Source: an optimization exercise on an open RTL-to-GDS flow (aim: small area, a short achievable clock period and few clock cycles). Production flows keep margins and buffers that such runs may drop.
Where RTL was checked, it was by simulation tests only, not by an equivalence proof against the original.
Only the layout flow was run in run 4; the RTL was not checked for function there.
Power figures rest on the tool's default switching activity, not on a simulated workload.

File: flow/design.v
module tally_alu (
    input  wire [3:0]  op,
    input  wire [31:0] a,
    input  wire [31:0] b,
    input  wire [31:0] bs,          
    input  wire        c_in,        
    output reg  [31:0] result,
    output wire [31:0] sum,         
    output wire        zero,        
    output wire        cout,        
    output wire        vout
);
    wire        is_add = (op == 4'd1) || (op == 4'd2) || (op == 4'd3) || (op == 4'd13) || (op == 4'd14);
    wire        inv  = (op == 4'd2) || (op == 4'd3) || (op == 4'd14);
    wire        cin  = (op == 4'd1) ? 1'b0 : (op == 4'd13 || op == 4'd14) ? c_in : 1'b1;
    wire [31:0] bb   = inv ? ~b : b;
    wire [32:0] s33;
    tally_add #(.W(32)) u_add (.a(a), .b(bb), .ci(cin), .s(s33));
    assign sum = s33[31:0];
    assign vout = (a[31] == bb[31]) && (s33[31] != a[31]);
    wire        zadd = &((a ^ bb) ~^ {(a[30:0] | bb[30:0]), cin});
    wire        left = (op == 4'd8);
    wire        arith = (op == 4'd10);
    reg  [31:0] ra;
    integer     i;
    always @* for (i = 0; i < 32; i = i + 1) ra[i] = a[31 - i];
    wire [31:0] sx   = left ? ra : a;
    wire [33:0] sh   = $signed({arith & a[31], sx, 1'b0}) >>> bs[4:0];
    reg  [31:0] rs;
    always @* for (i = 0; i < 32; i = i + 1) rs[i] = sh[32 - i];
    wire [31:0] sres = left ? rs : sh[32:1];
    wire        is_sh = (op == 4'd8) || (op == 4'd9) || (op == 4'd10);
    assign cout = is_sh ? sh[0] : s33[32];
    reg [5:0] lz;
    always @* begin
        lz = 6'd32;
        for (i = 0; i < 32; i = i + 1)
            if (bs[i]) lz = 6'd31 - i[5:0];
    end
    reg [31:0] rest;
    always @* begin
        case (op)
            4'd0:                               rest = b;
            4'd4, 4'd7:                         rest = a & b;
            4'd5:                               rest = a | b;
            4'd6:                               rest = a ^ b;
            4'd8, 4'd9, 4'd10:                  rest = sres;
            4'd15:                              rest = {26'd0, lz};
            default:                            rest = 32'd0;
        endcase
        result = is_add ? s33[31:0] : rest;
    end
    assign zero = is_add ? zadd : (rest == 32'd0);
endmodule
module tally_add #(parameter W = 32) (
    input  wire [W-1:0] a,
    input  wire [W-1:0] b,
    input  wire         ci,
    output wire [W:0]   s
);
    wire [W+1:0] t = {1'b0, a, 1'b1} + {1'b0, b, ci};    
    assign s = t[W+1:1];
endmodule
module tally_tgt (
    input  wire [15:0] pc,
    input  wire [9:0]  irp,       
    input  wire        ctx_pre,   
    input  wire [11:0] iw,
    output wire [15:0] tgt
);
    wire       ij     = iw[11];                         
    wire [8:0] lo_add = ij ? iw[8:0] : {(ctx_pre ? irp[2:0] : {3{iw[5]}}), iw[5:0]};
    wire [9:0] lo_sum = {1'b0, pc[8:0]} + {1'b0, lo_add};
    wire       lo_c   = lo_sum[9];
    wire       sgn    = ij ? iw[8] : iw[5];
    wire [6:0] ph     = pc[15:9];
    wire [6:0] hb0 = ph + irp[9:3];
    wire [6:0] hb1 = ph + irp[9:3] + 7'd1;
    wire [6:0] hj0 = ph + irp[6:0];
    wire [6:0] hj1 = ph + irp[6:0] + 7'd1;
    wire [6:0] hm1 = ph - 7'd1;
    wire [6:0] hp1 = ph + 7'd1;
    wire [6:0] hi  = ctx_pre ? (ij ? (lo_c ? hj1 : hj0) : (lo_c ? hb1 : hb0))
                             : (sgn ? (lo_c ? ph : hm1) : (lo_c ? hp1 : ph));
    assign tgt = {hi, lo_sum[8:0]};
endmodule
module tally_mulstep (
    input  wire [31:0] a,
    input  wire [7:0]  b8,
    input  wire        first,
    input  wire [31:0] ms,
    input  wire [31:0] mc,
    input  wire        mcy,
    output wire [31:0] ms_n,
    output wire [31:0] mc_n,
    output wire [7:0]  lo8,
    output wire        cy_n
);
    wire [39:0] acs = first ? 40'd0 : {8'd0, ms};
    wire [39:0] acc = first ? 40'd0 : {8'd0, mc};
    wire [39:0] pp0 = {8'd0, a & {32{b8[0]}}};
    wire [39:0] pp1 = {7'd0, a & {32{b8[1]}}, 1'd0};
    wire [39:0] pp2 = {6'd0, a & {32{b8[2]}}, 2'd0};
    wire [39:0] pp3 = {5'd0, a & {32{b8[3]}}, 3'd0};
    wire [39:0] pp4 = {4'd0, a & {32{b8[4]}}, 4'd0};
    wire [39:0] pp5 = {3'd0, a & {32{b8[5]}}, 5'd0};
    wire [39:0] pp6 = {2'd0, a & {32{b8[6]}}, 6'd0};
    wire [39:0] pp7 = {1'd0, a & {32{b8[7]}}, 7'd0};
    wire [39:0] s1a = acs ^ acc ^ pp0;
    wire [39:0] c1a = {(acs[38:0] & acc[38:0]) | (acs[38:0] & pp0[38:0]) | (acc[38:0] & pp0[38:0]), 1'b0};
    wire [39:0] s1b = pp1 ^ pp2 ^ pp3;
    wire [39:0] c1b = {(pp1[38:0] & pp2[38:0]) | (pp1[38:0] & pp3[38:0]) | (pp2[38:0] & pp3[38:0]), 1'b0};
    wire [39:0] s1c = pp4 ^ pp5 ^ pp6;
    wire [39:0] c1c = {(pp4[38:0] & pp5[38:0]) | (pp4[38:0] & pp6[38:0]) | (pp5[38:0] & pp6[38:0]), 1'b0};
    wire [39:0] s2a = s1a ^ c1a ^ s1b;
    wire [39:0] c2a = {(s1a[38:0] & c1a[38:0]) | (s1a[38:0] & s1b[38:0]) | (c1a[38:0] & s1b[38:0]), 1'b0};
    wire [39:0] s2b = c1b ^ s1c ^ c1c;
    wire [39:0] c2b = {(c1b[38:0] & s1c[38:0]) | (c1b[38:0] & c1c[38:0]) | (s1c[38:0] & c1c[38:0]), 1'b0};
    wire [39:0] s3  = s2a ^ c2a ^ s2b;
    wire [39:0] c3  = {(s2a[38:0] & c2a[38:0]) | (s2a[38:0] & s2b[38:0]) | (c2a[38:0] & s2b[38:0]), 1'b0};
    wire [39:0] s4  = s3 ^ c3 ^ c2b;
    wire [39:0] c4  = {(s3[38:0] & c3[38:0]) | (s3[38:0] & c2b[38:0]) | (c3[38:0] & c2b[38:0]), 1'b0};
    wire [39:0] s5  = s4 ^ c4 ^ pp7;
    wire [39:0] c5  = {(s4[38:0] & c4[38:0]) | (s4[38:0] & pp7[38:0]) | (c4[38:0] & pp7[38:0]), 1'b0};
    wire [8:0]  lo  = {1'b0, s5[7:0]} + {1'b0, c5[7:0]} + {8'd0, !first && mcy};
    assign ms_n = s5[39:8];
    assign mc_n = c5[39:8];
    assign lo8  = lo[7:0];
    assign cy_n = lo[8];
endmodule
module tally_nextpc (
    input  wire [15:0] pc,
    input  wire [15:0] tbase,      
    input  wire [9:0]  irp,
    input  wire        ctx_pre,
    input  wire [13:0] iw,
    input  wire        fv,
    input  wire        bv,
    input  wire        bw_brj,
    input  wire        bw_reti,
    input  wire [15:0] tb_q,
    input  wire [15:0] epc_f,
    input  wire [15:0] pc_other,
    input  wire        adv,
    input  wire        misf,       
    input  wire [15:0] npc1,
    output wire [15:0] itgt,
    output wire [15:0] pc_d
);
    tally_tgt u_tgt (.pc(tbase), .irp(irp), .ctx_pre(ctx_pre), .iw(iw[11:0]), .tgt(itgt));
    wire i_brj  = (iw[13:12] == 2'b10) &&
                  ((iw[11:10] == 2'b01 && iw[9:6] != 4'd15) || iw[11:10] == 2'b10);
    wire i_reti = (iw[13:10] == 4'b1011) && (iw[9:6] == 4'd2);
    wire brj    = bv ? bw_brj : (fv && i_brj);
    wire reti   = bv ? bw_reti : (fv && i_reti);
    wire [15:0] pc_inc = pc + 16'd1;
    wire [15:0] pc_seq = brj ? (bv ? tb_q : itgt) : reti ? epc_f : misf ? npc1 : pc_inc;
    assign pc_d = adv ? pc_seq : pc_other;
endmodule
module tally_core (
    input  wire        clk,
    input  wire        rst,
    output wire [15:0] imem_addr,
    input  wire [13:0] imem_rdata,
    output wire        dmem_req,
    output wire        dmem_we,
    output wire        dmem_pair,
    output wire        dmem_ap,
    output wire [47:0] dmem_addr,
    output wire [63:0] dmem_wdata,
    input  wire        dmem_ack,
    input  wire        dmem_err,
    input  wire [63:0] dmem_rdata,
    input  wire        ev_door,    
    input  wire [6:0]  ev_set,     
    output wire        fatal
);
    localparam [31:0] EVACK_ADDR = 32'h0004_0010;
    reg [15:0] pc;           
    reg [15:0] npc;          
    reg        fv;           
    reg [13:0] ir;           
    reg        irv;
    reg        pred;         
    reg [3:0]  aop;          
    reg        q_bimm;       
    reg        q_alu;        
    reg [15:0] tb_q;         
    reg [15:0] sel_a, sel_b; 
    reg [13:0] bw;           
    reg        bv;
    reg [35:0] ext;          
    reg [1:0]  npre;         
    reg        st_mem;       
    reg        st_pre;       
    reg        st_mf;        
    reg        st_ev;        
    reg        st_mul, st_wait;
    reg [2:0]  mcnt;
    reg [31:0] rf [0:15];
    reg        fN, fZ, fC, fV, ie, pie, vr;
    reg [15:0] epc;
    reg [1:0]  ecause;
    reg [31:0] eaddr;
    reg [16:0] apbase;
    reg [7:1]  evp;
    reg [7:0]  evmask;
    reg [31:0] steps;
    reg [31:0] xa, xb;       
    reg [31:0] xc;           
    reg        mcy;          
    reg        m_we, m_pair;
    reg        q_mem;        
    reg        door_q;       
    reg        fresh;        
    reg        fatal_r;
    wire [7:0] evpend = {evp, door_q};
    wire [13:0] w      = ir;
    wire [1:0]  fmt    = w[13:12];
    wire [1:0]  sub    = w[11:10];
    wire [3:0]  r_op   = w[11:8];
    wire [1:0]  i_op   = w[11:10];
    wire [5:0]  imm6   = w[9:4];
    wire [1:0]  kind   = w[9:8];
    wire [3:0]  cond   = w[9:6];
    wire        link   = w[9];
    wire [3:0]  sysop  = w[9:6];
    wire [15:0] pc_m2  = npc - 16'd1;                  
    wire [15:0] ipc    = pc_m2 - {14'd0, npre};        
    reg [31:0] imm_s, imm_z;
    reg [29:0] moff;
    reg        xidx_ok;
    reg [2:0]  xidx;
    always @* begin
        case (npre)
            2'd0: begin
                imm_s = {{26{imm6[5]}}, imm6};
                imm_z = {26'd0, imm6};
                moff  = 30'd0;
            end
            2'd1: begin
                imm_s = {{14{ext[11]}}, ext[11:0], imm6};
                imm_z = {14'd0, ext[11:0], imm6};
                moff  = {{18{ext[11]}}, ext[11:0]};
            end
            2'd2: begin
                imm_s = {{2{ext[23]}}, ext[23:0], imm6};
                imm_z = {2'd0, ext[23:0], imm6};
                moff  = {{6{ext[23]}}, ext[23:0]};
            end
            default: begin
                imm_s = {ext[25:0], imm6};
                imm_z = {ext[25:0], imm6};
                moff  = ext[29:0];
            end
        endcase
        xidx_ok = (npre == 2'd0) || (ext[35:3] == 33'd0);
        xidx    = (npre == 2'd0) ? 3'd0 : ext[2:0];
    end
    reg taken;
    always @* begin
        case (cond)
            4'd0:  taken = fZ;
            4'd1:  taken = !fZ;
            4'd2:  taken = fC;
            4'd3:  taken = !fC;
            4'd4:  taken = fN;
            4'd5:  taken = !fN;
            4'd6:  taken = fV;
            4'd7:  taken = !fV;
            4'd8:  taken = fC && !fZ;
            4'd9:  taken = !fC || fZ;
            4'd10: taken = (fN == fV);
            4'd11: taken = (fN != fV);
            4'd12: taken = !fZ && (fN == fV);
            4'd13: taken = fZ || (fN != fV);
            4'd14: taken = 1'b1;
            default: taken = 1'b0;
        endcase
    end
    reg [31:0] rda, rdb;
    integer j;
    always @* begin
        rda = 32'd0;
        rdb = 32'd0;
        for (j = 0; j < 16; j = j + 1) begin
            rda = rda | (rf[j] & {32{sel_a[j]}});
            rdb = rdb | (rf[j] & {32{sel_b[j]}});
        end
    end
    wire        mem_pair = kind[1];
    wire [3:0]  alu_op = aop;
    wire [31:0] mem_off = mem_pair ? {moff[28:0], 3'b000} : {moff[29:0], 2'b00};
    wire [31:0] alu_b  = q_bimm ? (q_mem ? mem_off : (aop == 4'd4) ? imm_z : imm_s) : rdb;
    wire [31:0] alu_res;
    wire        alu_cout, alu_vout, alu_zero;
    wire [31:0] alu_sum;
    tally_alu u_alu (
        .op(alu_op), .a(rda), .b(alu_b), .bs(rdb), .c_in(fC),
        .result(alu_res), .sum(alu_sum), .zero(alu_zero), .cout(alu_cout), .vout(alu_vout)
    );
    wire        mul_first = !st_mul;
    wire [31:0] mul_src   = mul_first ? rdb : xc;
    wire [31:0] ms_n, mc_n;
    wire [7:0]  mlo8_n;
    wire        mcy_n;
    tally_mulstep u_mstep (.a(rda), .b8(mul_src[7:0]), .first(mul_first), .ms(xa), .mc(xb), .mcy(mcy),
                           .ms_n(ms_n), .mc_n(mc_n), .lo8(mlo8_n), .cy_n(mcy_n));
    wire        mul_last  = (mcnt == 3'd4);
    wire [32:0] mul_hs;
    tally_add #(.W(32)) u_mhi (.a(xa), .b(xb), .ci(mcy), .s(mul_hs));
    wire [31:0] mul_hi    = mul_hs[31:0];
    wire [31:0] mul_res   = w[8] ? xc : mul_hi;    
    wire [31:0] mem_addr = alu_sum;      
    wire        mem_populated = (mem_addr[31:17] == 15'd0) ||
                                (mem_addr[31:12] == 20'h00040) ||
                                (mem_addr[31:11] == 21'h00082) ||
                                mem_addr[31];
    wire        mem_fault = !mem_populated ||
                            (mem_pair ? (mem_addr[2:0] != 3'd0 || w[4])
                                      : (mem_addr[1:0] != 2'd0));
    wire        mem_evack = (kind == 2'd1) && (mem_addr == EVACK_ADDR);
    reg [31:0] xval;
    always @* begin
        case (xidx)
            3'd0: xval = {25'd0, vr, pie, ie, fN, fZ, fC, fV};
            3'd1: xval = {16'd0, epc};
            3'd2: xval = {30'd0, ecause};
            3'd3: xval = eaddr;
            3'd4: xval = {15'd0, apbase};
            3'd5: xval = {24'd0, evpend};
            3'd6: xval = {24'd0, evmask};
            default: xval = steps;
        endcase
        if (!xidx_ok) xval = 32'd0;
    end
    wire unpopulated_pc = !pc_m2[15] && (pc_m2[14:13] != 2'b00);
    wire irq = ie && ((evpend & evmask) != 8'd0);
    wire wait_ok = (evpend & rdb[7:0]) != 8'd0;
    wire active = irv && !fatal_r;
    wire door_use = (ie && evmask[0] && npre == 2'd0) ||
                    (fmt == 2'b10 && sub == 2'b11 &&
                     (sysop == 4'd5 || (sysop == 4'd3 && xidx_ok && xidx == 3'd5)));
    wire hold1  = fresh && door_use;
    wire busy   = st_mem || st_pre || st_mf || st_ev || st_mul || st_wait;
    wire first  = active && !busy && !hold1;
    wire        misf_ok = fv && !bv;
    reg        done;         
    reg        redir;        
    reg        fast;         
    reg        misf;         
    reg        exc;          
    reg [1:0]  cause;
    reg        clr_pre;      
    reg [2:0]  sinc;         
    reg        we;           
    reg [3:0]  waddr;
    reg        set_nz, set_zonly, set_cv, set_c;
    reg        go_mem, go_mul, go_wait;
    reg        do_pre, do_mtx, do_reti, do_evack;
    always @* begin
        done = 1'b0; redir = 1'b0; fast = 1'b0; misf = 1'b0;
        exc = 1'b0; cause = 2'd1;
        clr_pre = 1'b0; sinc = 3'd0;
        we = 1'b0; waddr = w[7:4];
        set_nz = 1'b0; set_zonly = 1'b0; set_cv = 1'b0; set_c = 1'b0;
        go_mem = 1'b0; go_mul = 1'b0; go_wait = 1'b0;
        do_pre = 1'b0; do_mtx = 1'b0; do_reti = 1'b0; do_evack = 1'b0;
        if (!active) begin
            done = 1'b0;
        end else if (st_mem) begin
            sinc = 3'd1;             
            if (dmem_ack && !dmem_err) done = 1'b1;
        end else if (st_pre) begin
            done = 1'b0;
        end else if (st_mul) begin
            if (mul_last) begin
                done = 1'b1; sinc = 3'd3;
                we = 1'b1;
                set_nz = 1'b1;
            end
        end else if (st_wait) begin
            if (wait_ok) begin done = 1'b1; sinc = 3'd1; end
        end else if (st_mf) begin
            exc = 1'b1; cause = 2'd2;
        end else if (st_ev) begin
            done = 1'b1; do_evack = 1'b1; sinc = 3'd1;
        end else if (hold1) begin
            done = 1'b0;
        end else if (npre == 2'd0 && irq) begin
            exc = 1'b1; cause = 2'd3;
        end else if (unpopulated_pc) begin
            exc = 1'b1; sinc = 3'd1;
        end else begin
            sinc = 3'd1;
            case (fmt)
            2'b11: begin  
                if (npre == 2'd3) exc = 1'b1;
                else begin done = 1'b1; do_pre = 1'b1; end
            end
            2'b00, 2'b01: begin  
                if (fmt == 2'b00 && npre != 2'd0) begin
                    exc = 1'b1;
                end else if (fmt == 2'b00 && (r_op == 4'd11 || r_op == 4'd12)) begin
                    go_mul = 1'b1; sinc = 3'd0;
                end else begin
                    done = 1'b1;
                    waddr = (fmt == 2'b00) ? w[7:4] : w[3:0];
                    we = !(alu_op == 4'd3 || alu_op == 4'd7);
                    case (alu_op)
                        4'd0:               ;
                        4'd1, 4'd2, 4'd3, 4'd13, 4'd14: begin set_nz = 1'b1; set_cv = 1'b1; end
                        4'd8, 4'd9, 4'd10:  begin set_nz = 1'b1; set_c = (rdb[4:0] != 5'd0); end
                        4'd15:              set_zonly = 1'b1;
                        default:            set_nz = 1'b1;
                    endcase
                end
            end
            default: begin  
                case (sub)
                2'b00: begin  
                    go_mem = 1'b1;
                end
                2'b01: begin  
                    if (taken) begin redir = 1'b1; fast = 1'b1; sinc = 3'd3; end
                    else if (pred && misf_ok) begin done = 1'b1; misf = 1'b1; end
                    else if (pred) redir = 1'b1;
                    else done = 1'b1;
                end
                2'b10: begin  
                    redir = 1'b1; fast = 1'b1; sinc = 3'd3;
                    we = link; waddr = 4'd15;
                end
                default: begin  
                    if (w[5:4] != 2'b00 || sysop > 4'd6 ||
                        (npre != 2'd0 && sysop != 4'd3 && sysop != 4'd4)) begin
                        exc = 1'b1;
                    end else begin
                        case (sysop)
                        4'd0: begin  
                            redir = 1'b1; sinc = 3'd3;
                        end
                        4'd1: begin  
                            redir = 1'b1; sinc = 3'd3;
                            we = 1'b1; waddr = 4'd15;
                        end
                        4'd2: begin  
                            redir = 1'b1; fast = 1'b1; sinc = 3'd3; do_reti = 1'b1;
                        end
                        4'd3: begin  
                            done = 1'b1; we = 1'b1; waddr = w[3:0];
                        end
                        4'd4: begin  
                            done = 1'b1; do_mtx = xidx_ok;
                        end
                        4'd5: begin  
                            if (wait_ok) done = 1'b1;
                            else begin go_wait = 1'b1; sinc = 3'd0; end
                        end
                        default: done = 1'b1;  
                        endcase
                    end
                end
                endcase
            end
            endcase
        end
        if (done || redir || exc) clr_pre = !do_pre;
    end
    wire [31:0] wdata_o = st_mul ? mul_res :
                          (sub == 2'b10 || sysop == 4'd1) ? {16'd0, npc} : xval;
    wire [31:0] wdata   = q_alu ? alu_res : wdata_o;
    wire [31:0] fres    = q_alu ? alu_res : mul_res;    
    wire        fzero   = q_alu ? alu_zero : (mul_res == 32'd0);
    wire dfault = exc && cause != 2'd3 && !ie;           
    wire adv    = !irv || done;
    wire newpc  = redir || (exc && !dfault);
    wire [15:0] newtgt = exc ? {vr, 11'd0, cause, 2'b00} :
                         (fmt == 2'b10 && sub == 2'b01) ? npc : rdb[15:0];
    wire [13:0] nw      = bv ? bw : imem_rdata;
    wire        nwv     = bv || fv;
    wire        ctx_pre = irv && (fmt == 2'b11);       
    wire        n_brj   = (nw[13:12] == 2'b10) &&
                          ((nw[11:10] == 2'b01 && nw[9:6] != 4'd15) || nw[11:10] == 2'b10);
    wire        n_reti  = (nw[13:10] == 4'b1011) && (nw[9:6] == 4'd2);
    wire        epc_w   = do_mtx && xidx == 3'd1;
    wire [15:0] epc_f   = epc_w ? rdb[15:0] : epc;
    wire [15:0] itgt, pc_d;
    wire [15:0] pc_other = (redir && fast) ? pc + 16'd1 : newpc ? newtgt :
                           (!bv && !fv) ? pc + 16'd1 : pc;
    wire        misf_e  = first && fmt == 2'b10 && sub == 2'b01 && pred && !taken && misf_ok;
    wire [15:0] tbase   = misf_e ? npc + 16'd1 : pc;
    wire        pctx    = ctx_pre || (!irv && npre != 2'd0);
    wire [9:0]  pbits   = ctx_pre ? ir[9:0] : ext[9:0];
    wire        bw_brj  = (bw[13:12] == 2'b10) &&
                          ((bw[11:10] == 2'b01 && bw[9:6] != 4'd15) || bw[11:10] == 2'b10);
    wire        bw_reti = (bw[13:10] == 4'b1011) && (bw[9:6] == 4'd2);
    tally_nextpc u_npc (.pc(pc), .tbase(tbase), .irp(pbits), .ctx_pre(pctx), .iw(imem_rdata), .fv(fv), .bv(bv),
                        .bw_brj(bw_brj), .bw_reti(bw_reti), .tb_q(tb_q), .epc_f(epc_f),
                        .pc_other(pc_other), .adv(adv), .misf(misf), .npc1(npc + 16'd1),
                        .itgt(itgt), .pc_d(pc_d));
    wire        n_mem   = nw[13:10] == 4'b1000;
    wire [3:0]  nra_a   = (nw[13:12] == 2'b01 || n_mem) ? nw[3:0] : nw[7:4];
    wire [3:0]  nra_b   = n_mem ? nw[7:4] : nw[3:0];
    assign imem_addr  = pc;
    assign dmem_req   = st_mem;
    assign dmem_we    = m_we;
    assign dmem_pair  = m_pair;
    assign dmem_ap    = xc[31];
    assign dmem_addr  = {apbase & {17{xc[31]}}, xc[30:0]};
    assign dmem_wdata = {xb, xa};
    assign fatal      = fatal_r;
    wire ld_ok = st_mem && dmem_ack && !dmem_err;
    integer k;
    always @(posedge clk) begin
        if (!rst && !fatal_r) begin
            for (k = 0; k < 16; k = k + 1) begin
                if ((we && waddr == k[3:0]) ||
                    (ld_ok && !m_we && (w[7:4] == k[3:0] || (m_pair && {w[7:5], 1'b1} == k[3:0]))))
                    rf[k] <= !st_mem ? wdata :
                             (k[0] && m_pair) ? dmem_rdata[63:32] : dmem_rdata[31:0];
            end
        end
    end
    always @(posedge clk) begin
        door_q <= ev_door;
    end
    always @(posedge clk) begin
        if (rst) begin
            pc      <= 16'h0000;
            npc     <= 16'h0000;
            fv      <= 1'b0;
            ir      <= 14'd0;
            irv     <= 1'b0;
            pred    <= 1'b0;
            aop     <= 4'd0;
            q_bimm  <= 1'b0;
            q_alu   <= 1'b0;
            tb_q    <= 16'd0;
            sel_a   <= 16'd0;
            sel_b   <= 16'd0;
            bw      <= 14'd0;
            bv      <= 1'b0;
            ext     <= 36'd0;
            npre    <= 2'd0;
            st_mem  <= 1'b0;
            st_pre  <= 1'b0;
            st_mf   <= 1'b0;
            st_ev   <= 1'b0;
            st_mul  <= 1'b0;
            st_wait <= 1'b0;
            mcnt    <= 3'd0;
            {fN, fZ, fC, fV, ie, pie, vr} <= 7'd0;
            epc     <= 16'd0;
            ecause  <= 2'd0;
            eaddr   <= 32'd0;
            apbase  <= 17'h001FC;
            evp     <= 7'd0;
            evmask  <= 8'd0;
            steps   <= 32'd0;
            xa      <= 32'd0;
            xb      <= 32'd0;
            xc      <= 32'd0;
            mcy     <= 1'b0;
            q_mem   <= 1'b0;
            m_we    <= 1'b0;
            m_pair  <= 1'b0;
            fresh   <= 1'b0;
            fatal_r <= 1'b0;
        end else begin
            if (do_evack) evp <= (evp & ~rdb[7:1]) | ev_set;
            else          evp <= evp | ev_set;
            fresh <= st_mem && dmem_ack;
            if (!fatal_r) begin
                if (dfault) begin
                    fatal_r <= 1'b1;
                    st_mem  <= 1'b0;
                end else if (redir && fast) begin
                    fv  <= 1'b1;
                    irv <= 1'b0;
                    bv  <= 1'b0;
                end else if (newpc) begin
                    fv  <= 1'b0;
                    irv <= 1'b0;
                    bv  <= 1'b0;
                end else if (adv) begin
                    ir    <= nw;
                    irv   <= bv || fv;
                    sel_a <= 16'd1 << nra_a;
                    sel_b <= 16'd1 << nra_b;
                    bv    <= 1'b0;
                    pred  <= (bv || fv) && (n_brj || n_reti);
                    aop   <= (nw[13:12] == 2'b00) ? nw[11:8] : n_mem ? 4'd1 :
                             (nw[11:10] == 2'd0) ? 4'd0 : (nw[11:10] == 2'd1) ? 4'd1 :
                             (nw[11:10] == 2'd2) ? 4'd3 : 4'd4;
                    q_bimm <= nw[13:12] == 2'b01 || n_mem;
                    q_mem  <= n_mem;
                    q_alu  <= nw[13:12] == 2'b01 ||
                              (nw[13:12] == 2'b00 && nw[11:8] != 4'd11 && nw[11:8] != 4'd12);
                    npc   <= misf ? npc + 16'd1 : pc;
                    fv    <= !misf;              
                end else if (!bv && fv) begin
                    bw   <= imem_rdata;
                    tb_q <= itgt;
                    bv   <= 1'b1;
                end else if (!bv) begin
                    fv   <= 1'b1;
                end
                pc <= pc_d;      
                if (!st_mem || (dmem_ack && !dmem_err))
                    steps <= steps + {29'd0, sinc};
                if (do_pre) begin
                    ext  <= {ext[23:0], w[11:0]};
                    npre <= npre + 2'd1;
                end else if (clr_pre) begin
                    ext  <= 36'd0;
                    npre <= 2'd0;
                end
                if (set_nz) begin
                    fN <= fres[31];
                    fZ <= fzero;
                end
                if (set_zonly) fZ <= fzero;
                if (set_cv) begin
                    fC <= alu_cout;
                    fV <= alu_vout;
                end
                if (set_c) fC <= alu_cout;
                st_mf  <= (go_mem && mem_fault) || (st_mem && dmem_ack && dmem_err);
                st_ev  <= go_mem && mem_evack;
                st_pre <= go_mem && !mem_fault && kind == 2'd3;
                if (go_mem) begin
                    st_mem <= !mem_fault && !mem_evack && kind != 2'd3;
                    xc     <= mem_addr;
                    xa     <= rdb;                   
                    m_we   <= kind[0];
                    m_pair <= kind[1];
                    if (kind == 2'd3) sel_b <= 16'd1 << {w[7:5], 1'b1};
                end
                if (st_pre) begin
                    st_mem <= 1'b1;
                    xb     <= rdb;                   
                end
                if (st_mem && dmem_ack) st_mem <= 1'b0;
                if (go_mul || st_mul) begin
                    xa   <= ms_n;
                    xb   <= mc_n;
                    mcy  <= mcy_n;
                    xc   <= {mlo8_n, mul_src[31:8]};
                end
                if (go_mul) begin
                    st_mul <= 1'b1;
                    mcnt   <= 3'd1;
                end else if (st_mul) begin
                    mcnt <= mcnt + 3'd1;
                    if (mul_last) st_mul <= 1'b0;
                end
                if (go_wait) st_wait <= 1'b1;
                if (st_wait && wait_ok) st_wait <= 1'b0;
                if (exc && !dfault) begin
                    epc    <= ipc;
                    ecause <= cause;
                    if (cause == 2'd2) eaddr <= xc;
                    pie    <= ie;
                    ie     <= 1'b0;
                end
                if (do_reti) ie <= pie;
                if (do_mtx) begin
                    case (xidx)
                    3'd0: {vr, pie, ie, fN, fZ, fC, fV} <= rdb[6:0];
                    3'd1: epc    <= rdb[15:0];
                    3'd4: apbase <= rdb[16:0];
                    3'd6: evmask <= rdb[7:0];
                    default: ;
                    endcase
                end
            end
        end
    end
endmodule
File: flow/flow/run.sh
#!/bin/bash
# Standard synthesis and layout (standard.sh), with timing repair aimed at a
# shorter period than the constraint and stronger port buffers.
export SETUP_SLACK_MARGIN=14
export BUFFER_PORTS_ARGS="-buffer_cell sky130_fd_sc_hd__buf_4"
bash standard.sh > standard.log 2>&1
File: flow/standard.sh
#!/bin/bash
# synth_recipe.tcl (not shown) runs the flow's synth.tcl, then flattens the netlist and writes it again
# the make line also repeats each setting of config.mk as NAME=value (left out here)
make -C /OpenROAD-flow-scripts/flow DESIGN_CONFIG=/design/flow/config.mk WORK_HOME=/design/flow/orfs CLKGATE_MAP_FILE= SYNTH_SCRIPT=/design/flow/synth_recipe.tcl "${@:-finish}"
File: flow/config.mk
export PLATFORM = sky130hd
export DESIGN_NAME = tally_core
export DESIGN_NICKNAME = tally_core
export VERILOG_FILES = /design/flow/design.v
export SDC_FILE = /design/flow/constraint.sdc
export NUM_CORES = 4
export LEC_CHECK = 0
export CAP_MARGIN = 20
export CORE_MARGIN = 2
export CORE_UTILIZATION = 50
export CTS_CLUSTER_DIAMETER = 80
export CTS_CLUSTER_SIZE = 20
export SLEW_MARGIN = 20
export SYNTH_HIERARCHICAL = 1
export SYNTH_MINIMUM_KEEP_SIZE = 0
File: flow/constraint.sdc
create_clock -name core_clock -period 20.0 [get_ports {clk}]
set_input_delay 4.0000 -clock core_clock [delete_from_list [all_inputs] [get_ports {clk}]]
set_output_delay 4.0000 -clock core_clock [all_outputs]
set_load 0.01 [all_outputs]
==> flow_metrics.env, run 1 <==
export IMPL_outcome="complete, no violations"
export IMPL_avgSynthCellArea_um2=9.08
export IMPL_drv_slew=0
export IMPL_peakVddDrop_mv=0.141
export IMPL_hold_viol_final=0
export IMPL_synth_cells=7351
export IMPL_wl_per_cell_um=33.4
export IMPL_cp_data_required_time_ns=20.63
export IMPL_cts_sinks=901
export IMPL_crit_type="input port to register"
export IMPL_multi_input_comb_area_um2=41200
export IMPL_rsz0062_at_grt="true"
export IMPL_cpMostUsedCell="mux2i_1"
export IMPL_synth_warnings=9
export IMPL_setup_tns_ns=0
export IMPL_die_h_um=369
export IMPL_drt_wl_total_mm=308
export IMPL_syn_nets=7921
export IMPL_p_int_w=0.00671
export IMPL_drt_iter0_drc=10029
export IMPL_dpl_hpwl_mm=212
export IMPL_cp_arrival_ns=6.76
export IMPL_crit_chain="buf_12 > nor2b_4 > a21oi_2 > o21ai_1 > ha_1 > a21o_1 > o21ai_4 > nand2b_4 > or2_4 > nand4_1 > xor2_1 > a221o_1 > mux2i_1 > nand2_1 > o22ai_2 > a31oi_1 > mux2i_1 > nor2_1"
export IMPL_fillers=12124
export IMPL_vias_per_cell=7.02
export IMPL_track_usage_pct=43.5
export IMPL_p_sw_w=0.00889
export IMPL_fin_nets=7958
export IMPL_dp_slack_ns=12.75
export IMPL_grt_pass1_vias=60583
export IMPL_crit_path_start_kind="input port"
export IMPL_dp_cells=9002
export IMPL_fin_cells=9210
export IMPL_portBuffers=222
export IMPL_post_route_min_period_ns=6.12
export IMPL_start_util_pct=50.2
export IMPL_swShare_pct=57.0
export IMPL_cellPowerDensity_nw_per_um2=209
export IMPL_antenna_found_initial=11
export IMPL_drive_above_1_share_pct=13.5
export IMPL_min_path_type="register to register"
export IMPL_clockBufferDepth=3
export IMPL_fin_ws_ns=13.88
export IMPL_tightestPinTransition_ns=1.28
export IMPL_fp_dieArea_um2=136000
export IMPL_slowest_stage="a221o_1"
export IMPL_skew_ns=0.113
export IMPL_p_leak_nw=27.8
export IMPL_p_comb_share_pct=75.0
export IMPL_h_tree_depth=2
export IMPL_maxSlewHeadroom_pct=14.5
export IMPL_cts_buffers=61
export IMPL_grt_max_degree=96
export IMPL_ctsRootBufferMaster="clkbuf_16"
export IMPL_num_vias=64627
export IMPL_timing_fmax_ghz=0.163
export IMPL_critPathMaxFanout=6
export IMPL_grt_pass1_wl_mm=434
export IMPL_rows=134
export IMPL_ant_nets=0
export IMPL_final_seq_area_um2=23300
export IMPL_firstDrtPassIters=9
export IMPL_worst_skew_pair_late_latency_ns=0.79
export IMPL_clkPwrFrac_pct=8.7
export IMPL_critPathMaxStageDelay_ns=0.41
export IMPL_p_total_w=0.0156
export IMPL_gp_congestion=1.08
export IMPL_setup_violations=0
export IMPL_critPathCaptureType="register"
export IMPL_path_clk_slew_ns=0.08
export IMPL_fp_dieW_um=369
export IMPL_period_share_pct=30.6
export IMPL_drc=0
export IMPL_area_growth_pct=11.6
export IMPL_io_pins=223
export IMPL_power_share_sequential_pct=16.3
export IMPL_ctsHoldBuffers=0
export IMPL_cts_tree="done"
export IMPL_netlist_area_um2=66700
export IMPL_max_cap_viol_count=0
export IMPL_core_um2=133000
export IMPL_overflow=0
==> power by group through the flow <==
stage / clock network (W) / logic [W] / registers, W
global placement: 0 / 0.0107 / 0.00256
CTS: 0.00136 / 0.0110 / 0.00252
global route: 0.00142 / 0.0122 / 0.00254
detailed placement: 0 / 0.0106 / 0.00256
floorplan: 0 / 0.00667 / 0.00240
finish: 0.00135 / 0.0117 / 0.00254
==> state kept, by name (all words and copies together) (netlist names), 2 cells and up <==
register	flops
rf	512
ext	36
eaddr	32
steps	32
xa	32
xb	32
xc	32
apbase	17
epc	16
npc	16
pc	16
sel_a	16
sel_b	16
tb_q	16
bw	14
ir	14
evmask	8
evp	7
aop	4
mcnt	3
ecause	2
npre	2
==> metrics by stage <==
step	cell area, um2	hold WS [ns]	utilization (%)
3_5_place_dp	70500	0.441	53.0
4_1_cts	73300	0.454	55.2
6_report	74500	0.456	56.0
5_1_grt	74500	0.470	56.0
3_3_place_gp	70500	0.435	53.0
2_1_floorplan	66900	0.428	-
==> layout make-up <==
class                   instances  share of cell area (%)
multi-input cells            5472                    55.3
clock inverters                31                   0.487
clock buffers                  78                    2.19
inverters                     449                    2.29
diodes                          8                  0.0269
flip-flops and latches        901                    31.2
repair buffers                503                    5.51
well taps                    1768                    2.97
==> worst max-delay path: cells and delay by family <==
kind	cells	cell delay, ns
and+or+nand+nor	6	0.78
adders and majority gates	1	0.36
AOI/OAI and AO/OA	7	1.14
xor gates and xnor gates	1	0.08
muxes	2	0.28
buffers and inverters	1	0.10
==> worst paths after layout <==
check | from | depth (start not counted) | to | slack, ns
hold / removal | eaddr[26] | 2 | eaddr[26] | 0.46
hold reg to reg | eaddr[26] | 2 | eaddr[26] | 0.46
setup reg to reg | npc[0] | 12 | rf[6][26] | 14.05
setup / recovery | imem_rdata[5] | 18 | pc[14] | 13.88
==> layout by cell type (no fill, tap or decap), drive strengths merged, types with 226 or more instances in the layout <==
master	instances
a21oi	445
a22oi	259
buf	502
dfxtp	389
edfxtp	512
fa	254
ha	226
inv	453
mux2i	256
nand2	755
nor2	583
o21ai	270
==> per-layer routing <==
layer,up-vias,wire length [um],global-route usage [%]
met5,-,73,0
met4,10,22000,26.0
met3,1142,38400,11.1
met1,31485,117000,57.4
li1,27103,-,-
met2,4887,131000,64.3
==> repair_timing <==
item / CTS / global route
buffers inserted: 32 / 48
cloned: 8 / 3
resized for setup: 113 / 170
pin swaps: 15 / 43
setup endpoints to repair: 567 / 324
Testbench counts, summed over its fixed seeds: cycles 57,701.
==> run 2, diff against run 1 <==
--- a/flow/config.mk
+++ b/flow/config.mk
@@ -9,7 +9,7 @@
 export CORE_MARGIN = 2
 export CORE_UTILIZATION = 50
 export CTS_CLUSTER_DIAMETER = 80
-export CTS_CLUSTER_SIZE = 20
+export CTS_CLUSTER_SIZE = 25
 export SLEW_MARGIN = 20
 export SYNTH_HIERARCHICAL = 1
 export SYNTH_MINIMUM_KEEP_SIZE = 0
==> flow_metrics.env, run 2 <==
export IMPL_io_pins=223
export IMPL_cp_startpoint="imem_rdata[5]"
export IMPL_setup_violations=0
export IMPL_endpoint="pc[14]"
export IMPL_skew_ns=0.0846
export IMPL_r2r_setup_slack_ns=13.97
export IMPL_drt_iter0_drc=9970
export IMPL_ctsRootBufferMaster="clkbuf_16"
export IMPL_drv_slew=0
export IMPL_p_int_w=0.00667
export IMPL_stdcell_area_um2=74500
export IMPL_syn_nets=7921
export IMPL_clockBufferDepth=3
export IMPL_hold_viol_final=0
export IMPL_rsz0062_at_grt="true"
export IMPL_cp_arrival_ns=6.87
export IMPL_post_route_min_period_ns=6.17
export IMPL_wl_per_cell_um=33.4
export IMPL_p_comb_share_pct=74.7
export IMPL_r2r_end="st_mem"
export IMPL_dp_slack_ns=12.75
export IMPL_mostFrequentLayoutCells="752 x nand2_1, 560 x nor2_1, 512 x edfxtp_1, 455 x buf_4, 437 x inv_1"
export IMPL_maxSlewHeadroom_pct=8.07
export IMPL_avgSynthCellArea_um2=9.08
export IMPL_crit_path_start_kind="input port"
export IMPL_reg_largest_list="rf (512), ext (36)"
export IMPL_clkPwrFrac_pct=8.9
export IMPL_cts_buffers=57
export IMPL_use_met2_pct=64.4
export IMPL_grt_pass1_vias=60628
export IMPL_track_usage_pct=43.5
export IMPL_core_um2=133000
export IMPL_h_tree_depth=2
export IMPL_drc=0
export IMPL_tightestPinTransition_ns=1.37
export IMPL_worst_skew_pair_late_latency_ns=0.78
export IMPL_timing_fmax_ghz=0.162
export IMPL_crit_chain="buf_12 > nor2b_4 > a21oi_2 > o21ai_1 > ha_1 > buf_6 > nand4_1 > a21oi_4 > nor2_4 > buf_6 > or4_4 > a21oi_2 > a221o_1 > mux2i_1 > nand2_1 > o22ai_2 > a31oi_1 > mux2i_1 > nor2_1"
export IMPL_start_util_pct=50.2
export IMPL_p_sw_w=0.00888
export IMPL_num_vias=64521
export IMPL_rows=134
export IMPL_synth_cells=7351
export IMPL_fin_ws_ns=13.83
export IMPL_worstRegToRegCells=22
export IMPL_cts_tree="done"
export IMPL_path_clk_slew_ns=0.09
export IMPL_largest_reg_flops=512
export IMPL_grt_pass1_wl_mm=434
export IMPL_area_growth_pct=11.6
export IMPL_portBuffers=222
export IMPL_final_common_cell="nand2_1"
export IMPL_min_path_type="register to register"
export IMPL_placed_area_um2=70500
export IMPL_fp_dieW_um=369
export IMPL_regMostFlops="rf"
export IMPL_fin_hold_ws_ns=0.457
export IMPL_gp_congestion=1.08
export IMPL_peakVddDrop_mv=0.142
export IMPL_fin_nets=7954
export IMPL_setup_tns_ns=0
export IMPL_cellPowerDensity_nw_per_um2=209
export IMPL_vias_per_cell=7.01
export IMPL_cts_sinks=901
export IMPL_grt_max_degree=96
export IMPL_r2r_start="sel_b[7]"
export IMPL_critPathCaptureType="register"
export IMPL_slowest_stage="or4_4"
export IMPL_grt_use_met1_pct=57.3
export IMPL_netlist_area_um2=66700
export IMPL_fillers=12107
export IMPL_antenna_found_initial=12
export IMPL_multi_input_comb_area_um2=41100
export IMPL_synth_warnings=9
export IMPL_final_seq_area_um2=23200
export IMPL_die_h_um=369
export IMPL_fp_dieArea_um2=136000
export IMPL_ant_nets=0
export IMPL_drive_above_1_share_pct=13.3
export IMPL_critPathMaxFanout=5
export IMPL_crit_type="input port to register"
export IMPL_overflow=0
export IMPL_dpl_hpwl_mm=212
export IMPL_critPathMaxStageDelay_ns=0.47
export IMPL_swShare_pct=57.1
export IMPL_power_share_sequential_pct=16.3
export IMPL_met3_usage_pct=11.2
export IMPL_gr_max_usage_layer="met2"
export IMPL_max_cap_viol_count=0
export IMPL_outcome="complete, no violations"
export IMPL_cp_data_required_time_ns=20.70
export IMPL_firstDrtPassIters=9
export IMPL_drt_wl_total_mm=307
export IMPL_ctsHoldBuffers=0
export IMPL_p_leak_nw=27.8
export IMPL_p_total_w=0.0156
export IMPL_period_share_pct=30.8
==> run 2: stage by stage <==
step / std cells / utilization (%)
finish: 9202 / 56.0
global route: 9200 / 56.0
CTS: 9153 / 55.2
detailed placement: 9002 / 53.0
global placement: 9001 / 53.0
floorplan: 7351 / -
==> run 2: layout make-up <==
| class | instances | share of cell area, % |
|---|---|---|
| clock buffer | 67 | 1.98 |
| inverter | 449 | 2.30 |
| antenna | 2 | 0.00672 |
| multi-input combinational | 5469 | 55.1 |
| timing repair buffer | 506 | 5.60 |
| tap | 1768 | 2.97 |
| sequential | 901 | 31.2 |
| clock inverter | 40 | 0.805 |
==> run 2: worst min-delay path by stage <==
stage / from / to / cells past startpoint
2_1_floorplan: eaddr[5] / eaddr[5] / 2
3_3_place_gp: eaddr[16] / eaddr[16] / 2
3_5_place_dp: eaddr[2] / eaddr[2] / 2
4_1_cts: eaddr[31] / eaddr[31] / 2
5_1_grt: eaddr[23] / eaddr[23] / 2
6_report: eaddr[31] / eaddr[31] / 2
==> run 2: worst max-delay path: cells and delay by family <==
family          cells  cell delay [ns]
fa+ha+maj           1             0.35
mux                 2             0.16
compound gates      7             0.95
buf+inv             3             0.35
simple gates        6             1.05
==> run 2: power groups by stage <==
stage	clock network, W	logic (W)	registers [W]
3_5_place_dp	0	0.0106	0.00256
6_report	0.00139	0.0116	0.00254
5_1_grt	0.00146	0.0122	0.00254
4_1_cts	0.00139	0.0110	0.00252
2_1_floorplan	0	0.00667	0.00240
3_3_place_gp	0	0.0107	0.00256
==> run 2: per-layer routing <==
metal  up-vias  part of all wire, %
li1      27095                    -
met1     31456                   38
met2      4818                   42
met3      1138                   13
met4        14                  7.2
met5         -                0.031
==> run 2: timing repair <==
item,4_1_cts,5_1_grt
setup endpoints to repair,573,412
setup buffers,37,45
pin swaps,18,38
resized for setup,109,155
gates cloned,7,2
==> run 3, diff against run 2 <==
--- a/flow/config.mk
+++ b/flow/config.mk
@@ -8,8 +8,8 @@
 export CAP_MARGIN = 20
 export CORE_MARGIN = 2
 export CORE_UTILIZATION = 50
-export CTS_CLUSTER_DIAMETER = 80
-export CTS_CLUSTER_SIZE = 25
+export CTS_CLUSTER_DIAMETER = 60
+export CTS_CLUSTER_SIZE = 15
 export SLEW_MARGIN = 20
 export SYNTH_HIERARCHICAL = 1
 export SYNTH_MINIMUM_KEEP_SIZE = 0
==> flow_metrics.env, run 3 <==
export IMPL_ctsRootBufferMaster="clkbuf_16"
export IMPL_start_util_pct=50.2
export IMPL_core_um2=133000
export IMPL_wl_per_cell_um=33.2
export IMPL_drc=0
export IMPL_power_share_sequential_pct=15.8
export IMPL_path_clk_slew_ns=0.07
export IMPL_largest_reg_flops=512
export IMPL_reg_largest_list="rf (512), ext (36)"
export IMPL_r2r_setup_slack_ns=14.01
export IMPL_cpMostUsedCell="mux2i_1"
export IMPL_synth_cells=7351
export IMPL_timing_fmax_ghz=0.164
export IMPL_mostFrequentLayoutCells="753 x nand2_1, 560 x nor2_1, 512 x edfxtp_1, 450 x buf_4, 437 x inv_1"
export IMPL_worst_skew_pair_late_latency_ns=0.79
export IMPL_p_leak_nw=28.5
export IMPL_overflow=0
export IMPL_critPathBufInv=1
export IMPL_setup_tns_ns=0
export IMPL_dp_slack_ns=12.75
export IMPL_swShare_pct=55.7
export IMPL_syn_nets=7921
export IMPL_worstHoldEndpoint="eaddr[26]"
export IMPL_fp_dieW_um=369
export IMPL_cp_arrival_ns=6.72
export IMPL_setup_violations=0
export IMPL_tightestPinTransition_ns=1.24
export IMPL_final_common_cell="nand2_1"
export IMPL_fin_ws_ns=13.92
export IMPL_drv_slew=0
export IMPL_dpl_hpwl_mm=212
export IMPL_worstRegToRegCells=19
export IMPL_maxSlewHeadroom_pct=16.8
export IMPL_p_int_w=0.00715
export IMPL_gp_congestion=1.08
export IMPL_slowest_stage="ha_1"
export IMPL_post_route_min_period_ns=6.08
export IMPL_hold_viol_final=0
export IMPL_peakVddDrop_mv=0.145
export IMPL_num_vias=65011
export IMPL_p_sw_w=0.00901
export IMPL_grt_max_degree=96
export IMPL_cp_startpoint="imem_rdata[5]"
export IMPL_crit_type="input port to register"
export IMPL_fp_dieArea_um2=136000
export IMPL_r2r_start="sel_a[7]"
export IMPL_portBuffers=222
export IMPL_die_h_um=369
export IMPL_h_tree_depth=3
export IMPL_drive_above_1_share_pct=14.2
export IMPL_period_share_pct=30.4
export IMPL_ctsHoldBuffers=0
export IMPL_netlist_area_um2=66700
export IMPL_cellPowerDensity_nw_per_um2=213
export IMPL_crit_chain="buf_12 > nor2b_4 > a21oi_2 > o21ai_1 > ha_1 > and3_4 > o21ai_4 > nand2b_4 > nor2_4 > mux2i_1 > xnor2_1 > a221o_1 > mux2i_1 > nand2_1 > o22ai_2 > a31oi_1 > mux2i_1 > nor2_1"
export IMPL_cts_buffers=102
export IMPL_ant_nets=0
export IMPL_cts_sinks=901
export IMPL_r2r_end="fZ"
export IMPL_vias_per_cell=7.01
export IMPL_antenna_found_initial=16
export IMPL_outcome="complete, no violations"
export IMPL_skew_ns=0.0805
export IMPL_p_comb_share_pct=72.2
export IMPL_rsz0062_at_grt="true"
export IMPL_clkPwrFrac_pct=12.1
export IMPL_fin_nets=7994
export IMPL_critPathMaxFanout=5
export IMPL_max_cap_viol_count=0
export IMPL_critPathMaxStageDelay_ns=0.36
export IMPL_clockBufferDepth=3
export IMPL_grt_pass1_wl_mm=437
export IMPL_avgSynthCellArea_um2=9.08
export IMPL_regMostFlops="rf"
export IMPL_track_usage_pct=43.8
export IMPL_crit_path_start_kind="input port"
export IMPL_area_growth_pct=13.7
export IMPL_cp_data_required_time_ns=20.64
export IMPL_min_path_type="register to register"
export IMPL_hold_depth=2
export IMPL_io_pins=223
export IMPL_cts_tree="done"
export IMPL_worstHoldStart="eaddr[26]"
export IMPL_grt_pass1_vias=61184
export IMPL_fillers=11977
export IMPL_critPathCaptureType="register"
export IMPL_firstDrtPassIters=8
export IMPL_drt_iter0_drc=10852
export IMPL_drt_wl_total_mm=308
export IMPL_synth_warnings=9
export IMPL_rows=134
export IMPL_path_delay_family="compound AO/OA/AOI/OAI gates"
## run 3: through the flow
stage	area, um2	cells	hold WS (ns)	util (%)	total power (W)
6_report	75900	9279	0.453	57.1	0.0162
4_1_cts	74900	9232	0.452	56.3	0.0155
5_1_grt	75800	9273	0.468	57.0	0.0168
2_1_floorplan	66900	7351	0.428	-	0.00907
3_3_place_gp	70500	9001	0.435	53.0	0.0132
3_5_place_dp	70500	9002	0.441	53.0	0.0132
## run 3: worst max path at each step
stage	slack [ns]	to	depth (start not counted)
after floorplan	13.42	pc[15]	18
after global placement	12.77	pc[14]	18
after detailed placement	12.75	pc[14]	18
after CTS	13.89	pc[14]	18
after global routing	13.78	pc[13]	21
final	13.92	pc[14]	18
## run 3: final cells by class
class                      count  area, um2  share of cell area, %
clock inverter                65        798                   1.05
timing repair buffer         499       4080                   5.38
antenna                        6       15.0                 0.0198
multi-input combinational   5471      41100                   54.2
clock buffer                 120       2660                   3.51
inverter                     449       1710                   2.25
sequential                   901      23200                   30.6
tap                         1768       2210                   2.92
## run 3: per-layer routing
metal / up-vias / global-route usage, % / part of all wire [%]
li1: 27226 / - / -
met1: 31663 / 57.7 / 38
met2: 4905 / 64.9 / 43
met3: 1199 / 11.3 / 12
met4: 18 / 25.9 / 7.1
met5: - / 0 / 0.037
## run 3: power by group through the flow
stage / Clock (W) / Sequential, W / Combinational [W]
after global routing: 0.00203 / 0.00255 / 0.0122
after CTS: 0.00196 / 0.00253 / 0.0110
after global placement: 0 / 0.00256 / 0.0107
final: 0.00195 / 0.00255 / 0.0117
after floorplan: 0 / 0.00240 / 0.00667
after detailed placement: 0 / 0.00256 / 0.0106
## run 3: repair_timing
| action | in CTS | in global routing |
|---|---|---|
| endpoints found under the setup margin | 592 | 422 |
| pin swaps | 18 | 37 |
| gates cloned | 8 | 1 |
| gates resized for setup | 118 | 149 |
| setup buffers | 37 | 40 |
## run 3: tightest hold or removal path: stages (launching register included)
cell and delay (ns):
dfxtp_1 0.31, nand2_1 0.05, a21oi_1 0.05
==> run 4, diff against run 3 <==
--- a/flow/design.v
+++ b/flow/design.v
@@ -68,21 +68,19 @@
     input  wire [11:0] iw,
     output wire [15:0] tgt
 );
-    wire       ij     = iw[11];                         
-    wire [8:0] lo_add = ij ? iw[8:0] : {(ctx_pre ? irp[2:0] : {3{iw[5]}}), iw[5:0]};
-    wire [9:0] lo_sum = {1'b0, pc[8:0]} + {1'b0, lo_add};
-    wire       lo_c   = lo_sum[9];
-    wire       sgn    = ij ? iw[8] : iw[5];
-    wire [6:0] ph     = pc[15:9];
+    wire       ij = iw[11];                             
+    wire [9:0] sb = {1'b0, pc[8:0]} + {1'b0, (ctx_pre ? irp[2:0] : {3{iw[5]}}), iw[5:0]};
+    wire [9:0] sj = {1'b0, pc[8:0]} + {1'b0, iw[8:0]};
+    wire [6:0] ph  = pc[15:9];
     wire [6:0] hb0 = ph + irp[9:3];
     wire [6:0] hb1 = ph + irp[9:3] + 7'd1;
     wire [6:0] hj0 = ph + irp[6:0];
     wire [6:0] hj1 = ph + irp[6:0] + 7'd1;
     wire [6:0] hm1 = ph - 7'd1;
     wire [6:0] hp1 = ph + 7'd1;
-    wire [6:0] hi  = ctx_pre ? (ij ? (lo_c ? hj1 : hj0) : (lo_c ? hb1 : hb0))
-                             : (sgn ? (lo_c ? ph : hm1) : (lo_c ? hp1 : ph));
-    assign tgt = {hi, lo_sum[8:0]};
+    wire [6:0] hib = ctx_pre ? (sb[9] ? hb1 : hb0) : (iw[5] ? (sb[9] ? ph : hm1) : (sb[9] ? hp1 : ph));
+    wire [6:0] hij = ctx_pre ? (sj[9] ? hj1 : hj0) : (iw[8] ? (sj[9] ? ph : hm1) : (sj[9] ? hp1 : ph));
+    assign tgt = ij ? {hij, sj[8:0]} : {hib, sb[8:0]};
 endmodule
 module tally_mulstep (
     input  wire [31:0] a,
@@ -130,7 +128,6 @@
 endmodule
 module tally_nextpc (
     input  wire [15:0] pc,
-    input  wire [15:0] tbase,      
     input  wire [9:0]  irp,
     input  wire        ctx_pre,
     input  wire [13:0] iw,
@@ -142,20 +139,25 @@
     input  wire [15:0] epc_f,
     input  wire [15:0] pc_other,
     input  wire        adv,
-    input  wire        misf,       
-    input  wire [15:0] npc1,
+    input  wire        rst,
+    input  wire        hold,       
     output wire [15:0] itgt,
-    output wire [15:0] pc_d
+    output wire [15:0] pc_n,       
+    output wire [15:0] pc_o_n      
 );
-    tally_tgt u_tgt (.pc(tbase), .irp(irp), .ctx_pre(ctx_pre), .iw(iw[11:0]), .tgt(itgt));
+    tally_tgt u_tgt (.pc(pc), .irp(irp), .ctx_pre(ctx_pre), .iw(iw[11:0]), .tgt(itgt));
     wire i_brj  = (iw[13:12] == 2'b10) &&
                   ((iw[11:10] == 2'b01 && iw[9:6] != 4'd15) || iw[11:10] == 2'b10);
     wire i_reti = (iw[13:10] == 4'b1011) && (iw[9:6] == 4'd2);
     wire brj    = bv ? bw_brj : (fv && i_brj);
     wire reti   = bv ? bw_reti : (fv && i_reti);
     wire [15:0] pc_inc = pc + 16'd1;
-    wire [15:0] pc_seq = brj ? (bv ? tb_q : itgt) : reti ? epc_f : misf ? npc1 : pc_inc;
-    assign pc_d = adv ? pc_seq : pc_other;
+    wire [15:0] pc_else = adv ? (reti ? epc_f : pc_inc) : pc_other;
+    wire [15:0] tsel    = bv ? tb_q : itgt;
+    wire        take_p  = adv && brj && !rst && !hold;
+    wire        take_o  = adv && brj && !rst;
+    assign pc_n   = take_p ? tsel : (rst ? 16'd0 : hold ? pc : pc_else);
+    assign pc_o_n = take_o ? tsel : (rst ? 16'd0 : pc_else);
 endmodule
 module tally_core (
     input  wire        clk,
@@ -184,6 +186,9 @@
     reg        pred;         
     reg [3:0]  aop;          
     reg        q_bimm;       
+    reg [31:0] bimm;         
+    reg [15:0] pc_o;         
+    reg        req_o;
     reg        q_alu;        
     reg [15:0] tb_q;         
     reg [15:0] sel_a, sel_b; 
@@ -227,33 +232,9 @@
     wire [3:0]  sysop  = w[9:6];
     wire [15:0] pc_m2  = npc - 16'd1;                  
     wire [15:0] ipc    = pc_m2 - {14'd0, npre};        
-    reg [31:0] imm_s, imm_z;
-    reg [29:0] moff;
     reg        xidx_ok;
     reg [2:0]  xidx;
     always @* begin
-        case (npre)
-            2'd0: begin
-                imm_s = {{26{imm6[5]}}, imm6};
-                imm_z = {26'd0, imm6};
-                moff  = 30'd0;
-            end
-            2'd1: begin
-                imm_s = {{14{ext[11]}}, ext[11:0], imm6};
-                imm_z = {14'd0, ext[11:0], imm6};
-                moff  = {{18{ext[11]}}, ext[11:0]};
-            end
-            2'd2: begin
-                imm_s = {{2{ext[23]}}, ext[23:0], imm6};
-                imm_z = {2'd0, ext[23:0], imm6};
-                moff  = {{6{ext[23]}}, ext[23:0]};
-            end
-            default: begin
-                imm_s = {ext[25:0], imm6};
-                imm_z = {ext[25:0], imm6};
-                moff  = ext[29:0];
-            end
-        endcase
         xidx_ok = (npre == 2'd0) || (ext[35:3] == 33'd0);
         xidx    = (npre == 2'd0) ? 3'd0 : ext[2:0];
     end
@@ -290,8 +271,7 @@
     end
     wire        mem_pair = kind[1];
     wire [3:0]  alu_op = aop;
-    wire [31:0] mem_off = mem_pair ? {moff[28:0], 3'b000} : {moff[29:0], 2'b00};
-    wire [31:0] alu_b  = q_bimm ? (q_mem ? mem_off : (aop == 4'd4) ? imm_z : imm_s) : rdb;
+    wire [31:0] alu_b  = q_bimm ? bimm : rdb;
     wire [31:0] alu_res;
     wire        alu_cout, alu_vout, alu_zero;
     wire [31:0] alu_sum;
@@ -344,11 +324,9 @@
     wire hold1  = fresh && door_use;
     wire busy   = st_mem || st_pre || st_mf || st_ev || st_mul || st_wait;
     wire first  = active && !busy && !hold1;
-    wire        misf_ok = fv && !bv;
     reg        done;         
     reg        redir;        
     reg        fast;         
-    reg        misf;         
     reg        exc;          
     reg [1:0]  cause;
     reg        clr_pre;      
@@ -359,7 +337,7 @@
     reg        go_mem, go_mul, go_wait;
     reg        do_pre, do_mtx, do_reti, do_evack;
     always @* begin
-        done = 1'b0; redir = 1'b0; fast = 1'b0; misf = 1'b0;
+        done = 1'b0; redir = 1'b0; fast = 1'b0;
         exc = 1'b0; cause = 2'd1;
         clr_pre = 1'b0; sinc = 3'd0;
         we = 1'b0; waddr = w[7:4];
@@ -423,7 +401,6 @@
                 end
                 2'b01: begin  
                     if (taken) begin redir = 1'b1; fast = 1'b1; sinc = 3'd3; end
-                    else if (pred && misf_ok) begin done = 1'b1; misf = 1'b1; end
                     else if (pred) redir = 1'b1;
                     else done = 1'b1;
                 end
@@ -485,25 +462,51 @@
     wire        n_reti  = (nw[13:10] == 4'b1011) && (nw[9:6] == 4'd2);
     wire        epc_w   = do_mtx && xidx == 3'd1;
     wire [15:0] epc_f   = epc_w ? rdb[15:0] : epc;
-    wire [15:0] itgt, pc_d;
-    wire [15:0] pc_other = (redir && fast) ? pc + 16'd1 : newpc ? newtgt :
-                           (!bv && !fv) ? pc + 16'd1 : pc;
-    wire        misf_e  = first && fmt == 2'b10 && sub == 2'b01 && pred && !taken && misf_ok;
-    wire [15:0] tbase   = misf_e ? npc + 16'd1 : pc;
-    wire        pctx    = ctx_pre || (!irv && npre != 2'd0);
-    wire [9:0]  pbits   = ctx_pre ? ir[9:0] : ext[9:0];
+    wire [15:0] itgt, pc_n, pc_o_n;
+    wire [15:0] pc_other = (redir && fast) ? pc + 16'd1 : newpc ? newtgt : pc;
     wire        bw_brj  = (bw[13:12] == 2'b10) &&
                           ((bw[11:10] == 2'b01 && bw[9:6] != 4'd15) || bw[11:10] == 2'b10);
     wire        bw_reti = (bw[13:10] == 4'b1011) && (bw[9:6] == 4'd2);
-    tally_nextpc u_npc (.pc(pc), .tbase(tbase), .irp(pbits), .ctx_pre(pctx), .iw(imem_rdata), .fv(fv), .bv(bv),
+    tally_nextpc u_npc (.pc(pc), .irp(ir[9:0]), .ctx_pre(ctx_pre), .iw(imem_rdata), .fv(fv), .bv(bv),
                         .bw_brj(bw_brj), .bw_reti(bw_reti), .tb_q(tb_q), .epc_f(epc_f),
-                        .pc_other(pc_other), .adv(adv), .misf(misf), .npc1(npc + 16'd1),
-                        .itgt(itgt), .pc_d(pc_d));
+                        .pc_other(pc_other), .adv(adv), .rst(rst), .hold(fatal_r),
+                        .itgt(itgt), .pc_n(pc_n), .pc_o_n(pc_o_n));
     wire        n_mem   = nw[13:10] == 4'b1000;
     wire [3:0]  nra_a   = (nw[13:12] == 2'b01 || n_mem) ? nw[3:0] : nw[7:4];
     wire [3:0]  nra_b   = n_mem ? nw[7:4] : nw[3:0];
-    assign imem_addr  = pc;
-    assign dmem_req   = st_mem;
+    wire [1:0]  npre_n  = ctx_pre ? npre + 2'd1 : 2'd0;
+    wire [35:0] ext_n   = {ext[23:0], ir[11:0]};
+    wire [5:0]  nimm6   = nw[9:4];
+    reg  [31:0] n_is, n_iz;
+    reg  [29:0] n_mo;
+    always @* begin
+        case (npre_n)
+            2'd0: begin
+                n_is = {{26{nimm6[5]}}, nimm6};
+                n_iz = {26'd0, nimm6};
+                n_mo = 30'd0;
+            end
+            2'd1: begin
+                n_is = {{14{ext_n[11]}}, ext_n[11:0], nimm6};
+                n_iz = {14'd0, ext_n[11:0], nimm6};
+                n_mo = {{18{ext_n[11]}}, ext_n[11:0]};
+            end
+            2'd2: begin
+                n_is = {{2{ext_n[23]}}, ext_n[23:0], nimm6};
+                n_iz = {2'd0, ext_n[23:0], nimm6};
+                n_mo = {{6{ext_n[23]}}, ext_n[23:0]};
+            end
+            default: begin
+                n_is = {ext_n[25:0], nimm6};
+                n_iz = {ext_n[25:0], nimm6};
+                n_mo = ext_n[29:0];
+            end
+        endcase
+    end
+    wire [31:0] bimm_n  = n_mem ? (nw[9] ? {n_mo[28:0], 3'b000} : {n_mo[29:0], 2'b00}) :
+                          (nw[11:10] == 2'd3) ? n_iz : n_is;
+    assign imem_addr  = pc_o;
+    assign dmem_req   = req_o;
     assign dmem_we    = m_we;
     assign dmem_pair  = m_pair;
     assign dmem_ap    = xc[31];
@@ -524,10 +527,13 @@
     end
     always @(posedge clk) begin
         door_q <= ev_door;
+        pc     <= pc_n;
+        pc_o   <= pc_o_n;       
+        req_o  <= !rst && !fatal_r && !dfault &&
+                  (go_mem ? (!mem_fault && !mem_evack && kind != 2'd3) : (st_pre || (st_mem && !dmem_ack)));
     end
     always @(posedge clk) begin
         if (rst) begin
-            pc      <= 16'h0000;
             npc     <= 16'h0000;
             fv      <= 1'b0;
             ir      <= 14'd0;
@@ -535,6 +541,7 @@
             pred    <= 1'b0;
             aop     <= 4'd0;
             q_bimm  <= 1'b0;
+            bimm    <= 32'd0;
             q_alu   <= 1'b0;
             tb_q    <= 16'd0;
             sel_a   <= 16'd0;
@@ -594,19 +601,17 @@
                              (nw[11:10] == 2'd0) ? 4'd0 : (nw[11:10] == 2'd1) ? 4'd1 :
                              (nw[11:10] == 2'd2) ? 4'd3 : 4'd4;
                     q_bimm <= nw[13:12] == 2'b01 || n_mem;
+                    bimm   <= bimm_n;
                     q_mem  <= n_mem;
                     q_alu  <= nw[13:12] == 2'b01 ||
                               (nw[13:12] == 2'b00 && nw[11:8] != 4'd11 && nw[11:8] != 4'd12);
-                    npc   <= misf ? npc + 16'd1 : pc;
-                    fv    <= !misf;              
-                end else if (!bv && fv) begin
+                    npc   <= pc;
+                    fv    <= 1'b1;
+                end else if (!bv) begin
                     bw   <= imem_rdata;
                     tb_q <= itgt;
                     bv   <= 1'b1;
-                end else if (!bv) begin
-                    fv   <= 1'b1;
                 end
-                pc <= pc_d;      
                 if (!st_mem || (dmem_ack && !dmem_err))
                     steps <= steps + {29'd0, sinc};
                 if (do_pre) begin
==> flow/flow/run.sh (replaced) <==
#!/bin/bash
# Standard synthesis and layout (standard.sh), with timing repair aimed at a
# shorter period than the constraint and stronger port buffers.
export SETUP_SLACK_MARGIN=14.3
export BUFFER_PORTS_ARGS="-buffer_cell sky130_fd_sc_hd__buf_4"
bash standard.sh > standard.log 2>&1
--- a/flow/config.mk
+++ b/flow/config.mk
@@ -8,8 +8,6 @@
 export CAP_MARGIN = 20
 export CORE_MARGIN = 2
 export CORE_UTILIZATION = 50
-export CTS_CLUSTER_DIAMETER = 60
-export CTS_CLUSTER_SIZE = 15
 export SLEW_MARGIN = 20
 export SYNTH_HIERARCHICAL = 1
 export SYNTH_MINIMUM_KEEP_SIZE = 0
==> flow_metrics.env, run 4 <==
export IMPL_cts_buffers=103
export IMPL_core_um2=135000
export IMPL_critPathMaxStageDelay_ns=0.32
export IMPL_drt_iter0_drc=11217
export IMPL_cellPowerDensity_nw_per_um2=197
export IMPL_cp_startpoint="imem_rdata[5]"
export IMPL_period_share_pct=30.1
export IMPL_firstDrtPassIters=9
export IMPL_synth_cells=7387
export IMPL_maxSlewHeadroom_pct=16.9
export IMPL_gp_congestion=1.08
export IMPL_setup_tns_ns=0
export IMPL_fin_nets=8127
export IMPL_ctsRootBufferMaster="clkbuf_16"
export IMPL_syn_nets=7957
export IMPL_final_common_cell="nand2_1"
export IMPL_hold_viol_final=0
export IMPL_mostFrequentLayoutCells="802 x nand2_1, 512 x edfxtp_1, 506 x nor2_1, 460 x buf_4, 446 x a21oi_1"
export IMPL_critPathMaxFanout=6
export IMPL_die_h_um=373
export IMPL_num_vias=67014
export IMPL_antenna_found_initial=26
export IMPL_cp_data_required_time_ns=20.68
export IMPL_grt_pass1_vias=63057
export IMPL_ant_nets=0
export IMPL_crit_chain="buf_12 > nand2b_4 > nand2_4 > ha_4 > a211oi_4 > buf_4 > o211ai_4 > o221ai_4 > buf_12 > mux2_4 > mux2i_1 > xnor2_1 > mux2i_1 > mux2_4 > nor3b_1 > a311o_1"
export IMPL_drv_slew=0
export IMPL_slowest_stage="mux2_4"
export IMPL_skew_ns=0.0765
export IMPL_synth_warnings=9
export IMPL_dpl_hpwl_mm=224
export IMPL_wl_per_cell_um=35.5
export IMPL_clockBufferDepth=3
export IMPL_timing_fmax_ghz=0.166
export IMPL_reg_largest_list="rf (512), ext (36)"
export IMPL_grt_max_degree=93
export IMPL_placed_area_um2=72400
export IMPL_track_usage_pct=46.4
export IMPL_cts_sinks=949
export IMPL_outcome="complete, no violations"
export IMPL_cts_tree="done"
export IMPL_post_route_min_period_ns=6.02
export IMPL_fp_dieArea_um2=139000
export IMPL_rows=135
export IMPL_largest_reg_flops=512
export IMPL_stdcell_area_um2=80200
export IMPL_p_leak_nw=30.3
export IMPL_worst_skew_pair_late_latency_ns=0.80
export IMPL_max_cap_viol_count=0
export IMPL_final_util_pct=59.3
export IMPL_setup_violations=0
export IMPL_area_growth_pct=18.0
export IMPL_netlist_area_um2=67900
export IMPL_regMostFlops="rf"
export IMPL_fin_cells=9438
export IMPL_grt_pass1_wl_mm=468
export IMPL_overflow=0
export IMPL_peakVddDrop_mv=0.138
export IMPL_min_path_type="register to register"
export IMPL_fp_dieW_um=373
export IMPL_vias_per_cell=7.10
export IMPL_tightestPinTransition_ns=1.24
export IMPL_drt_wl_total_mm=335
export IMPL_cp_arrival_ns=6.70
export IMPL_fillers=11915
export IMPL_start_util_pct=50.3
export IMPL_fin_hold_ws_ns=0.450
export IMPL_crit_path_start_kind="input port"
export IMPL_portBuffers=222
export IMPL_worstHoldStart="bimm[0]"
export IMPL_h_tree_depth=3
export IMPL_crit_type="input port to register"
export IMPL_drive_above_1_share_pct=18.2
export IMPL_rsz0062_at_grt="true"
export IMPL_drc=0
export IMPL_io_pins=223
export IMPL_path_clk_slew_ns=0.06
export IMPL_r2r_start="sel_a[10]"
export IMPL_critPathCaptureType="register"
export IMPL_dp_cells=9067
export IMPL_avgSynthCellArea_um2=9.20
-- run 4: routing by layer --
metal | wire (um) | up-vias | global-route usage [%]
met5 | 267 | - | 0
met4 | 26500 | 30 | 29.8
met3 | 50000 | 1403 | 17.2
met2 | 136000 | 5268 | 65.9
met1 | 122000 | 32637 | 59.3
li1 | - | 27676 | -
-- run 4: area by class of cell --
class	instances	area, um2	share of cell area (%)
tap	1781	2230	2.78
multi-input combinational	5507	43100	53.8
timing repair buffer	584	5350	6.68
clock inverter	52	753	0.940
sequential	949	24200	30.2
timing repair inverter	1	8.76	0.0109
antenna	13	32.5	0.0406
clock buffer	140	2830	3.53
inverter	411	1590	1.99
-- run 4: through the flow --
step / total power [W] / setup WS, ns
2_1_floorplan: 0.00824 / 13.54
3_3_place_gp: 0.0120 / 12.80
3_5_place_dp: 0.0120 / 12.74
4_1_cts: 0.0146 / 14.08
5_1_grt: 0.0162 / 13.91
6_report: 0.0158 / 13.98
-- run 4: final timing paths --
kind	cells past startpoint	slack (ns)	to
worst max-delay path	16	13.98	pc[11]
worst min-delay path	2	0.45	bimm[0]
worst max register to register	16	14.10	xc[31]
worst min register to register	2	0.45	bimm[0]
-- run 4: worst max-delay path, delay by kind of cell --
| family | cells | cell delay [ns] |
|---|---|---|
| buffers and inverters | 3 | 0.43 |
| multiplexers | 4 | 0.92 |
| AO/OA/AOI/OAI | 4 | 0.74 |
| adder cells (fa/ha/maj) | 1 | 0.19 |
| XOR/XNOR | 1 | 0.14 |
| AND/OR/NAND/NOR | 3 | 0.27 |
-- run 4: what timing repair did --
action                                  CTS  global route
endpoints found under the setup margin  675           917
hold buffers                              0             0
pin swaps                                44            75
gates resized for setup                 231           312
cloned                                   20             7
buffers inserted                         76            62
-- run 4: power by group --
part	switching, W	internal, W	total, W
registers	0.000311	0.00238	0.00269
logic	0.00737	0.00368	0.0110
clock network	0.000883	0.00116	0.00204
